Context: an optimization exercise on an open-source flow, tuned for small area, a short achievable clock period and few clock cycles. The choices shown serve that exercise and are no tape-out recipe. The RTL was checked by simulation tests, not by an equivalence proof against the original design.

==> inputs of 02-03 <==
Design sha256_block, start of the top module:
module sha256_block (
    input  wire         clk,
    input  wire         rst_n,
    input  wire         in_valid,
    output wire         in_ready,
    input  wire         in_first,    
    input  wire [511:0] in_block,    
    output reg          out_valid,
    output wire [255:0] out_digest   
);
export LEC_CHECK = 0
export ABC_AREA = 1
export ABC_CLOCK_PERIOD_IN_PS = 3500
export CAP_MARGIN = 20
export CORE_MARGIN = 2
export CORE_UTILIZATION = 40
export CTS_CLUSTER_DIAMETER = 100
export CTS_CLUSTER_SIZE = 25
export PLACE_DENSITY = 0.6
export SLEW_MARGIN = 20
create_clock -name core_clock -period 11.0 [get_ports {clk}]
standard.sh (not shown) runs the stock make flow with config.mk's settings and CLKGATE_MAP_FILE= SYNTH_SCRIPT=/design/flow/synth_recipe.tcl, a recipe that flattens the netlist after the stock synthesis.
==> flow/flow/run.sh <==
#!/bin/bash
# The standard layout (the standard.sh: standard synthesis, floorplan,
# placement, CTS, routing), with two changes to how it is made:
#  * the port buffers are sky130_fd_sc_hd__buf_1 rather than the default
#    clkdlybuf4s50_1 (every port still gets its own buffer);
#  * repair_timing aims for 7 ns of setup slack at the fixed 11 ns clock, so
#    the critical paths are sized for a shorter achieved period.
# make's full output goes to flow_make.log here; each ORFS step keeps its own
# log under orfs/logs/.
set -euo pipefail
bash standard.sh SETUP_SLACK_MARGIN=7 \
    "BUFFER_PORTS_ARGS=-buffer_cell sky130_fd_sc_hd__buf_1" finish > flow_make.log 2>&1
==> 06-08: changes against 02-03 <==
--- a/flow/design.v
+++ b/flow/design.v
@@ -8,14 +8,15 @@
     output reg          out_valid,
     output wire [255:0] out_digest   
 );
     localparam [31:0] IV_A = 32'h6a09e667, IV_B = 32'hbb67ae85,
                       IV_C = 32'h3c6ef372, IV_D = 32'ha54ff53a,
                       IV_E = 32'h510e527f, IV_F = 32'h9b05688c,
                       IV_G = 32'h1f83d9ab, IV_H = 32'h5be0cd19;
+    localparam [31:0] K_0 = 32'h428a2f98;
     function [31:0] kconst;
         input [5:0] i;
         begin
             case (i)
                 6'd0:  kconst = 32'h428a2f98; 6'd1:  kconst = 32'h71374491;
                 6'd2:  kconst = 32'hb5c0fbcf; 6'd3:  kconst = 32'he9b5dba5;
                 6'd4:  kconst = 32'h3956c25b; 6'd5:  kconst = 32'h59f111f1;
@@ -53,29 +54,90 @@
     endfunction
     function [63:0] csa;
         input [31:0] x, y, z;
         begin
             csa = {x ^ y ^ z, ((x & y) | (x & z) | (y & z)) << 1};
         end
     endfunction
+    function [31:0] kadd;
+        input [31:0] x, y;
+        reg   [31:0] gg, pp, gn, pn;
+        integer j, k;
+        begin
+            gg = x & y;
+            pp = x | y;
+            for (k = 1; k < 32; k = k * 2) begin
+                gn = gg;
+                pn = pp;
+                for (j = k; j < 32; j = j + 1) begin
+                    gn[j] = gg[j] | (pp[j] & gg[j - k]);
+                    pn[j] = pp[j] & pp[j - k];
+                end
+                gg = gn;
+                pp = pn;
+            end
+            kadd = x ^ (y ^ {gg[30:0], 1'b0});
+        end
+    endfunction
+    function [31:0] badd;
+        input [31:0] x, y;
+        reg   [31:0] gg, pp;
+        integer j, k;
+        begin
+            gg = x & y;
+            pp = x | y;
+            for (k = 1; k < 32; k = k * 2)
+                for (j = 2 * k - 1; j < 32; j = j + 2 * k) begin
+                    gg[j] = gg[j] | (pp[j] & gg[j - k]);
+                    pp[j] = pp[j] & pp[j - k];
+                end
+            for (k = 8; k >= 1; k = k / 2)
+                for (j = 3 * k - 1; j < 32; j = j + 2 * k) begin
+                    gg[j] = gg[j] | (pp[j] & gg[j - k]);
+                    pp[j] = pp[j] & pp[j - k];
+                end
+            badd = x ^ (y ^ {gg[30:0], 1'b0});
+        end
+    endfunction
+    function [31:0] sadd;
+        input [31:0] x, y;
+        reg   [31:0] gg, pp, gn, pn;
+        integer j, k;
+        begin
+            gg = x & y;
+            pp = x | y;
+            for (k = 1; k < 32; k = k * 2) begin
+                gn = gg;
+                pn = pp;
+                for (j = 0; j < 32; j = j + 1)
+                    if (j % (2 * k) >= k) begin
+                        gn[j] = gg[j] | (pp[j] & gg[j - j % k - 1]);
+                        pn[j] = pp[j] & pp[j - j % k - 1];
+                    end
+                gg = gn;
+                pp = pn;
+            end
+            sadd = x ^ (y ^ {gg[30:0], 1'b0});
+        end
+    endfunction
     reg  [6:0]  t;           
     reg         idle;        
     reg         ready;       
     reg         add_en;      
     reg         ld_iv;       
     reg         first_q;     
     assign in_ready = ready;
     reg [31:0] a, b, c, d, e, f, g, hh;
     reg [31:0] w [0:15];           
-    reg [31:0] kq;                 
+    reg [31:0] ps, pc;             
     reg [31:0] qa [0:4];
     reg [31:0] qe [0:4];
     assign out_digest = {qa[4], qa[3], qa[2], qa[1], qe[4], qe[3], qe[2], qe[1]};
-    wire [31:0] sum_a = qa[0] + (add_en ? a : 32'd0);
-    wire [31:0] sum_e = qe[0] + (add_en ? e : 32'd0);
+    wire [31:0] sum_a = badd(qa[0], add_en ? a : 32'd0);
+    wire [31:0] sum_e = badd(qe[0], add_en ? e : 32'd0);
     reg  [31:0] iv_a, iv_e;
     always @* begin
         case (t[1:0])
             2'd1:    begin iv_a = IV_D; iv_e = IV_H; end
             2'd2:    begin iv_a = IV_C; iv_e = IV_G; end
             2'd3:    begin iv_a = IV_B; iv_e = IV_F; end
             default: begin iv_a = IV_A; iv_e = IV_E; end
@@ -89,29 +151,29 @@
     wire [31:0] st_f = in_first ? IV_F : qe[4];
     wire [31:0] st_g = in_first ? IV_G : qe[3];
     wire [31:0] st_h = in_first ? IV_H : qe[2];
     wire [31:0] s1  = {e[5:0], e[31:6]} ^ {e[10:0], e[31:11]} ^ {e[24:0], e[31:25]};
     wire [31:0] ch  = (e & f) ^ (~e & g);
     wire [31:0] s0  = {a[1:0], a[31:2]} ^ {a[12:0], a[31:13]} ^ {a[21:0], a[31:22]};
     wire [31:0] maj = (a & b) | (a & c) | (b & c);
-    wire [63:0] cx  = csa(hh, kq, w[0]);
-    wire [63:0] cy  = csa(cx[63:32], cx[31:0], ch);
-    wire [63:0] cz  = csa(s1, s0, maj);
-    wire [63:0] ca1 = csa(cy[63:32], cy[31:0], cz[63:32]);
-    wire [63:0] ca2 = csa(ca1[63:32], ca1[31:0], cz[31:0]);
-    wire [31:0] a_new = ca2[63:32] + ca2[31:0];
-    wire [63:0] ce1 = csa(cx[63:32], cx[31:0], d);
-    wire [63:0] ce2 = csa(ce1[63:32], ce1[31:0], ch);
+    wire [63:0] ca1 = csa(ps, pc, ch);
+    wire [63:0] ca2 = csa(s1, s0, maj);
+    wire [63:0] ca3 = csa(ca1[63:32], ca1[31:0], ca2[63:32]);
+    wire [63:0] ca4 = csa(ca3[63:32], ca3[31:0], ca2[31:0]);
+    wire [31:0] a_new = sadd(ca4[63:32], ca4[31:0]);
+    wire [63:0] ce2 = csa(ca1[63:32], ca1[31:0], d);
     wire [63:0] ce3 = csa(ce2[63:32], ce2[31:0], s1);
-    wire [31:0] e_new = ce3[63:32] + ce3[31:0];
+    wire [31:0] e_new = sadd(ce3[63:32], ce3[31:0]);
     wire [31:0] ws0 = {w[1][6:0], w[1][31:7]} ^ {w[1][17:0], w[1][31:18]} ^ (w[1] >> 3);
     wire [31:0] ws1 = {w[14][16:0], w[14][31:17]} ^ {w[14][18:0], w[14][31:19]} ^ (w[14] >> 10);
     wire [63:0] cw1 = csa(ws1, w[9], ws0);
     wire [63:0] cw2 = csa(cw1[63:32], cw1[31:0], w[0]);
-    wire [31:0] w_new = cw2[63:32] + cw2[31:0];
+    wire [31:0] w_new = kadd(cw2[63:32], cw2[31:0]);
+    wire [63:0] p_ld  = csa(st_h, K_0, in_block[511:480]);
+    wire [63:0] p_run = csa(g, kconst(t[5:0] + 6'd1), w[1]);
     integer i;
     always @(posedge clk) begin
         if (!rst_n) begin
             t         <= 7'd64;
             idle      <= 1'b1;
             ready     <= 1'b1;
             add_en    <= 1'b0;
@@ -135,28 +197,28 @@
         end
     end
     always @(posedge clk) begin
         if (ready) begin
             {a, b, c, d, e, f, g, hh} <= {st_a, st_b, st_c, st_d, st_e, st_f, st_g, st_h};
             for (i = 0; i < 16; i = i + 1)
                 w[i] <= in_block[511 - 32*i -: 32];
-            kq <= kconst(6'd0);
+            {ps, pc} <= p_ld;
         end else begin
             hh <= g;
             g  <= f;
             f  <= e;
             e  <= e_new;
             d  <= c;
             c  <= b;
             b  <= a;
             a  <= a_new;
             for (i = 0; i < 15; i = i + 1)
                 w[i] <= w[i + 1];
             w[15] <= w_new;
-            kq    <= kconst(t[5:0] + 6'd1);
+            {ps, pc} <= p_run;
         end
     end
     always @(posedge clk) begin
         for (i = 0; i < 4; i = i + 1) begin
             qa[i] <= qa[i + 1];
             qe[i] <= qe[i + 1];
         end
--- a/flow/config.mk
+++ b/flow/config.mk
@@ -5,12 +5,12 @@
 export SDC_FILE = /design/flow/constraint.sdc
 export NUM_CORES = 4
 export LEC_CHECK = 0
 export ABC_AREA = 1
 export ABC_CLOCK_PERIOD_IN_PS = 3500
 export CAP_MARGIN = 20
 export CORE_MARGIN = 2
-export CORE_UTILIZATION = 40
+export CORE_UTILIZATION = 50
 export CTS_CLUSTER_DIAMETER = 100
 export CTS_CLUSTER_SIZE = 25
-export PLACE_DENSITY = 0.6
+export PLACE_DENSITY = 0.65
 export SLEW_MARGIN = 20
==> summary.txt <==
| metric | 02-03 | 06-08 |
|---|---|---|
| Pin slew with the least headroom to its limit | 1.09 ns | 1.20 ns |
| Result of the run | complete, no violations | complete, no violations |
| Period utilization | 38.0% | 39.0% |
| Vias after detailed routing | 53600 | 47900 |
| Destination of the critical timing path | a[30] | a[17] |
| Share of final layout cell area taken by clock buffers and inverters | 2.54% | 2.69% |
| Worst-path fanout max | 5 | 6 |
| Post-synth top area share | 39.9% | 41.9% |
| Post-Synth Adder-Cell Area | 13.9% | 13.1% |
| Distinct cells, synth | 58 | 59 |
| Comb_multi_in | 5100 | 4597 |
| FFs & Latches | 1133 | 1132 |
| Placeable Area | 141000 um^2 | 107000 um^2 |
| Worst Path Required | 11.66 ns | 11.57 ns |
Testbench counts of 02-03, summed over its fixed seeds: cycles 208,016.
Testbench counts of 06-08, summed over its fixed seeds: cycles 208,016.

separate check: timing with driven ports:
The results above use ideal ports. As a check the final layouts listed here were re-extracted and re-timed, cells and wires unchanged. Step 1 (the two cells are an assumption about what drives the block):
set clk [get_ports {clk}]
set_driving_cell -lib_cell sky130_fd_sc_hd__clkbuf_16 $clk
set_driving_cell -lib_cell sky130_fd_sc_hd__buf_2 [delete_from_list [all_inputs] $clk]
Step 2 times the ports against the registers' clock, not the clock port: input delays grow and output delays shrink by t, the midpoint of the rising clock arrivals with the driver on. a / b / c = no drivers / after step 1 / after step 2; a / b = the first two.
run | shift t [ns] | slack for setup (ns) | worst setup path after step 2 | worst data-port slew with drivers (ns) | pins driven straight from the clock port
02-03 | 0.811 | 6.820 / 6.820 / 6.343 | input to register | 0.10 | 1
06-08 | 0.796 | 6.710 / 6.710 / 6.404 | input to register | 0.17 | 1
After both steps every run listed still meets setup and hold. For 02-03, which loses most, drivers alone change the setup slack by 0.000 ns; drivers and shift together by -0.477 ns.
